This design comes from an exercise in tuning for small area and a short achievable clock period on the open sky130 flow, not from production work. The RTL was checked by simulation tests, not by an equivalence proof against the original design.

$ cat flow/constraint.sdc
create_clock -name core_clock -period 12.0 [get_ports {clk}]
set_input_delay 2.4000 -clock core_clock [delete_from_list [all_inputs] [get_ports {clk}]]
set_output_delay 2.4000 -clock core_clock [all_outputs]
set_load 0.01 [all_outputs]
$ cat flow/run.sh
#!/bin/bash
# synth_recipe.tcl (not shown) runs the flow's synth.tcl, then flattens the netlist and writes it again
# the make line also repeats each setting of config.mk as NAME=value (left out here)
make -C /OpenROAD-flow-scripts/flow DESIGN_CONFIG=/design/flow/config.mk WORK_HOME=/design/flow/orfs CLKGATE_MAP_FILE= SYNTH_SCRIPT=/design/flow/synth_recipe.tcl finish
$ cat flow/config.mk
export PLATFORM = sky130hd
export DESIGN_NAME = fehel_flit_rx
export DESIGN_NICKNAME = fehel_flit_rx
export VERILOG_FILES = /design/flow/design.v
export SDC_FILE = /design/flow/constraint.sdc
export NUM_CORES = 4
export LEC_CHECK = 0
export CAP_MARGIN = 20
export CORE_MARGIN = 2
export CORE_UTILIZATION = 40
export SLEW_MARGIN = 20
$ cat flow/design.v
module fehel_flit_rx (
    input  wire        clk,
    input  wire        rst,
    input  wire        in_valid,
    input  wire [63:0] in_data,
    output reg         res_valid,
    output reg         res_crc_ok,
    output reg         res_ctrl,
    output reg  [3:0]  res_err,        
    output reg  [4:0]  res_msgs,
    output reg  [19:0] res_vc_slots,   
    output reg  [11:0] res_fseq,
    output reg  [11:0] res_fack
);
    localparam [63:0] CRC_POLY_REFL = 64'hC96C_5795_D787_0F42;
    function [63:0] crc64_step;
        input [63:0] crc_in;
        input [63:0] data;
        integer i;
        reg [63:0] c;
        begin
            c = crc_in;
            for (i = 0; i < 64; i = i + 1) begin
                if (c[0] ^ data[i])
                    c = (c >> 1) ^ CRC_POLY_REFL;
                else
                    c = c >> 1;
            end
            crc64_step = c;
        end
    endfunction
    function op_known;
        input [7:0] op;
        begin
            case (op)
                8'h00, 8'h01, 8'h02, 8'h03, 8'h04, 8'h05,
                8'h10, 8'h11, 8'h12, 8'h13, 8'h14, 8'h1F,
                8'h20, 8'h21, 8'h22, 8'h23, 8'h24, 8'h25, 8'h2F,
                8'h30, 8'h31, 8'h32, 8'h33,
                8'h40, 8'h41, 8'h4F: op_known = 1'b1;
                default:             op_known = 1'b0;
            endcase
        end
    endfunction
    function len_ok;
        input [7:0] op;
        input [4:0] len;
        begin
            case (op)
                8'h10, 8'h21, 8'h30: len_ok = (len == 5'd4);
                8'h11, 8'h40:        len_ok = (len == 5'd16);
                8'h12:               len_ok = (len >= 5'd1) && (len <= 5'd16);
                8'h22:               len_ok = (len == 5'd5);
                8'h25, 8'h33:        len_ok = (len <= 5'd16);
                8'h32:               len_ok = (len == 5'd0) || (len == 5'd4);
                default:             len_ok = (len == 5'd0);
            endcase
        end
    endfunction
    reg  [5:0]  beat;
    reg  [63:0] crc;
    reg  [3:0]  ftype;
    reg  [11:0] fseq;
    reg  [11:0] fack;
    reg         walking;       
    reg  [4:0]  rem;           
    reg         cur_counted;   
    reg  [1:0]  cur_vc;
    reg         cont_err;
    reg         opcode_err;
    reg         len_err;
    reg  [4:0]  msgs;
    reg  [4:0]  vc_cnt [0:3];
    reg  [4:0]  carry;
    reg  [1:0]  carry_vc;
    wire [63:0] crc_start = (beat == 6'd0) ? 64'hFFFF_FFFF_FFFF_FFFF : crc;
    wire [63:0] crc_next  = crc64_step(crc_start, in_data);
    wire        crc_good  = ((crc ^ 64'hFFFF_FFFF_FFFF_FFFF) == in_data);
    wire [7:0]  slot_op   = in_data[7:0];
    wire [4:0]  slot_len  = in_data[12:8];
    wire        slot_beat = beat[0] && (beat != 6'd63);
    wire        ftype_err = (ftype > 4'd1);
    wire        any_err   = ftype_err | cont_err | opcode_err | len_err;
    integer v;
    always @(posedge clk) begin
        if (rst) begin
            beat      <= 6'd0;
            carry     <= 5'd0;
            carry_vc  <= 2'd0;
            res_valid <= 1'b0;
        end else begin
            res_valid <= 1'b0;
            if (in_valid) begin
                beat <= beat + 6'd1;
                if (beat != 6'd63)
                    crc <= crc_next;
                if (beat == 6'd0) begin
                    ftype       <= in_data[63:60];
                    fseq        <= in_data[59:48];
                    fack        <= in_data[47:36];
                    msgs        <= 5'd0;
                    for (v = 0; v < 4; v = v + 1)
                        vc_cnt[v] <= 5'd0;
                    opcode_err  <= 1'b0;
                    len_err     <= 1'b0;
                    cur_vc      <= carry_vc;
                    if (in_data[63:60] == 4'h0) begin
                        walking     <= 1'b1;
                        rem         <= in_data[35:31];
                        cont_err    <= (in_data[35:31] != carry);
                        cur_counted <= (in_data[35:31] == carry);
                    end else begin
                        walking     <= 1'b0;
                        rem         <= 5'd0;
                        cont_err    <= 1'b0;
                        cur_counted <= 1'b0;
                    end
                end else if (slot_beat && walking) begin
                    if (rem != 5'd0) begin
                        rem <= rem - 5'd1;
                        if (cur_counted)
                            vc_cnt[cur_vc] <= vc_cnt[cur_vc] + 5'd1;
                    end else if (!op_known(slot_op)) begin
                        opcode_err <= 1'b1;
                        walking    <= 1'b0;
                    end else if (!len_ok(slot_op, slot_len)) begin
                        len_err    <= 1'b1;
                        walking    <= 1'b0;
                    end else begin
                        rem <= slot_len;
                        if (slot_op != 8'h00)
                            msgs <= msgs + 5'd1;
                        if (slot_op[7:4] != 4'h0) begin
                            cur_vc      <= slot_op[5:4] - 2'd1;
                            cur_counted <= 1'b1;
                            vc_cnt[slot_op[5:4] - 2'd1] <= vc_cnt[slot_op[5:4] - 2'd1] + 5'd1;
                        end else begin
                            cur_counted <= 1'b0;
                        end
                    end
                end else if (beat == 6'd63) begin
                    res_valid    <= 1'b1;
                    res_crc_ok   <= crc_good;
                    res_ctrl     <= (ftype == 4'h1);
                    res_err      <= {len_err, opcode_err, cont_err, ftype_err};
                    res_msgs     <= msgs;
                    res_vc_slots <= {vc_cnt[3], vc_cnt[2], vc_cnt[1], vc_cnt[0]};
                    res_fseq     <= fseq;
                    res_fack     <= fack;
                    if (crc_good) begin
                        if (any_err) begin
                            carry    <= 5'd0;
                            carry_vc <= 2'd0;
                        end else if (ftype == 4'h0) begin
                            carry    <= rem;
                            carry_vc <= cur_vc;
                        end
                    end
                end
            end
        end
    end
endmodule
==> reports/metrics.csv <==
metric,value,unit
Worst Hold Path EP,res_fack[7],
fin nets,2349,
post-CTS setup buffers,0,
Pre-Repair DR Iteration Count,5,
Tot GR Track Use,0.282,
Post-synth top cells,"xnor2_1 (917), xor2_1 (231), xnor3_1 (194)",
MaxCap Viol Count,0,
Tmin final,11.63,ns
Top delay family on crit path,XOR/XNOR gates,
Cells after Synth,2059,
Crit Path Max Fanout,8,
Worst Path Buf+Inv,1,
most frequent cell after synthesis,xnor2_1,
clk sinks,200,
fraction of registers with async set or reset after synthesis,0,
area delta synth->final,14.7,%
Inserted Clock Buffers,17,
Mean Syn Cell Area,12.1,sq um
worst hold-check path type,flip-flop to flip-flop,
max-slew violations,0,
met2 wire len,41.6,mm
Hold Fails Final Rpt,0,
CTS tree,yes,
CTS max path bufs,2,
Multi-input gate area,0.0186,sq mm
RSZ-0062 raised after global routing,false,
"slowest stage delay, CP",0.70,ns
fill count,5645,
WS Path Type,primary input to flip-flop,
vias per std cell,5.14,
Worst-path clk slew,0.08,ns
first-pass GRT wire length,125,mm
"Distinct cells, synth",57,
Yosys top cell area share,0.322,
root buffer cell,clkbuf_16,
slowest CP cell,xnor3_4,
Critical Path End Type,flip-flop,
R2R setup slack,1.77,ns
Detailed Place HPWL,75.1,mm
final setup margin,0.366,ns
outcome,finished clean,
largest net degree at the start of global routing,67,
Slew HR,0.326,
clk latency of the worst-skew pair,0.46,ns
Die Y,254,microns
worst-margin pin slew,1.01,ns
CP Launch Type,primary input,
crit-path most repeated cell,xnor3_1,
post_cts resized,0,
per-cell routed wire length,28.8,microns
reg2reg path depth,23,
worst hold stages,0,
Fin Clk Skew,0.0161,ns
YS warnings,1,
"Req. time, crit path",12.20,ns
CP cell instances,clkdlybuf4s50_1 > xnor2_4 > xnor3_1 > xnor2_4 > xnor2_2 > xnor2_4 > xnor3_1 > xnor2_1 > xnor3_1 > xnor3_2 > xnor3_1 > xnor3_2 > xnor3_2 > xor2_4 > xnor3_2 > xnor3_1 > xnor2_4 > xnor3_4 > xor2_4 > xnor3_1,
register area,0.00585,sq mm
remaining antenna violation count after routing,0,
final WL,90.0,mm
crit share post-route,0.970,
sequential element share of the synthesized area,0.235,
# DRC,0,
Max Freq,0.0860,GHz
chip width,254,microns
met3 wire len,5.74,mm
post-synth net total,2136,
R2R Path Start,beat[0],
hold_buf cts,0,
Synth Flop Type,edfxtp_1,
fraction of layout cells with a size suffix above 1,0.125,
synthesized flop and latch total,200,
initial antenna violation count,3,
Top Layer Used,met4,
Setup-failing EPs final,0,
RD Place Congestion,0.994,
Hold Startpoint,fack[7],
RR Endpoint,crc[25],
worst hold slack,0.423,ns
total gr overflow,0,
M1 wire length,38.6,mm
number of flops mapped to enable cells by yosys,184,
H-tree levels,4,
Die ar.,0.0643,sq mm
dpl ws,-0.0537,ns
largest cells by area after synthesis,"xnor2_1 (32%), edfxtp_1 (22%), xnor3_1 (18%)",
Starting Density,0.404,
cell taking the most area after synthesis,xnor2_1,
PortBufs,122,
mapped cell area,0.0249,sq mm
vias in the first global route,16400,
Post-Route Setup TNS,0,ns
Initial DRC Count,1795,
Ports,123,
"Arr. time, crit path",11.83,ns
site row count,91,
DR vias,16100,
core area,0.0616,sq mm
[cell usage in the layout (no fill, tap or decap), types with 12 or more instances in the layout]
master           netlist  final
xor2_2                13     13
a21oi_1               25     25
nand2_1               55     55
clkdlybuf4s50_1        0    122
xnor2_4               15     15
clkbuf_16              0     17
nand3_1               20     20
xnor3_1              194    194
edfxtp_1             184    184
xnor2_1              917    916
nor2_1                90     89
dfxtp_1               16     16
o21ai_0               12     12
xor2_1               231    231
xnor2_2               34     35
inv_1                 15     15
xor3_1                24     24
buf_4                 16    147
xnor3_2               14     14
nor4_1                21     21
[per-stage QoR]
step / util / cell area (sq um) / cells
finish: 0.464 / 28600 / 3125
global route: 0.464 / 28600 / 3124
CTS: 0.464 / 28600 / 3122
detailed placement: 0.453 / 27900 / 3090
global placement: 0.453 / 27900 / 3090
floorplan: - / 24900 / 2059
[cells by family after synthesis]
group	count (synthesis)	synth area share
adders and majority gates	10	0.00502
DFF	200	0.235
muxes	14	0.0107
buffers and inverters	92	0.0188
AOI/OAI and AO/OA	56	0.0130
xor gates and xnor gates	1452	0.673
and+or+nand+nor	235	0.0444
[sequential cells by signal, summed over array words and instances, names as in the netlist, 6 cells and up, named ones only]
| name | count |
|---|---|
| beat | 6 |
| res_vc_slots | 20 |
| fseq | 12 |
| res_fack | 12 |
| vc_cnt | 20 |
| res_fseq | 12 |
| fack | 12 |
| crc | 64 |
[worst reg2reg max path: cells and delay by family (launching register included)]
kind,cells,cell delay [ns]
xor+xnor,15,7.32
flops,1,0.37
simple gates,3,0.90
buf+inv,4,1.26
fa+ha+maj,1,0.13
[final cells by class]
cell class / count / share of cell area
Inverter: 17 / 0.00223
Multi-Input combinational cell: 1767 / 0.653
Tap cell: 837 / 0.0367
Timing Repair Buffer: 269 / 0.0814
Clock inverter: 15 / 0.00736
Sequential cell: 200 / 0.205
Clock buffer: 17 / 0.0149
Antenna cell: 3 / 0.000263
[routing by layer]
| layer | track usage | vias to the layer above |
|---|---|---|
| li1 | - | 7203 |
| met5 | 0 | - |
| met1 | 0.380 | 8020 |
| met4 | 0.119 | 0 |
| met2 | 0.454 | 694 |
| met3 | 0.0405 | 138 |
[how the worst max path moves through the flow]
stage / slack (ns) / cells past startpoint / endpoint / from
finish: 0.37 / 20 / crc[25] / in_data[1]
global route: 0.18 / 20 / crc[25] / in_data[1]
CTS: 0.43 / 20 / crc[25] / in_data[1]
detailed placement: -0.05 / 20 / crc[25] / in_data[1]
global placement: 0.13 / 20 / crc[25] / in_data[1]
floorplan: 1.22 / 22 / crc[25] / in_data[1]

re-timing with driven ports:
How much do the figures lean on ideal ports? The routed layout below was timed once more, with nothing changed but the port constraints. Step 1 assumes that a clkbuf_16 drives the clock port and a buf_2 every other input. Step 2 adds t to the input delays and takes it off the output delays; t is the mean of the earliest and latest rising clock arrival at the registers after step 1. Input paths then give back, and output paths get back, about the clock's delay inside the block. Slacks: ideal / step 1 / step 2; pairs: ideal / step 1.
t (ns): 0.501
setup WS [ns]: 0.366 / 0.385 / -0.116
worst setup path at the end: input to register
clock arrival spread, ns: 0.016 / 0.016
pins driven straight from the clock port: 1
Met with ideal ports but missed after step 2: setup timing in this run. The setup slack of this run moves by +0.019 ns with the drivers and by -0.482 ns with both steps.
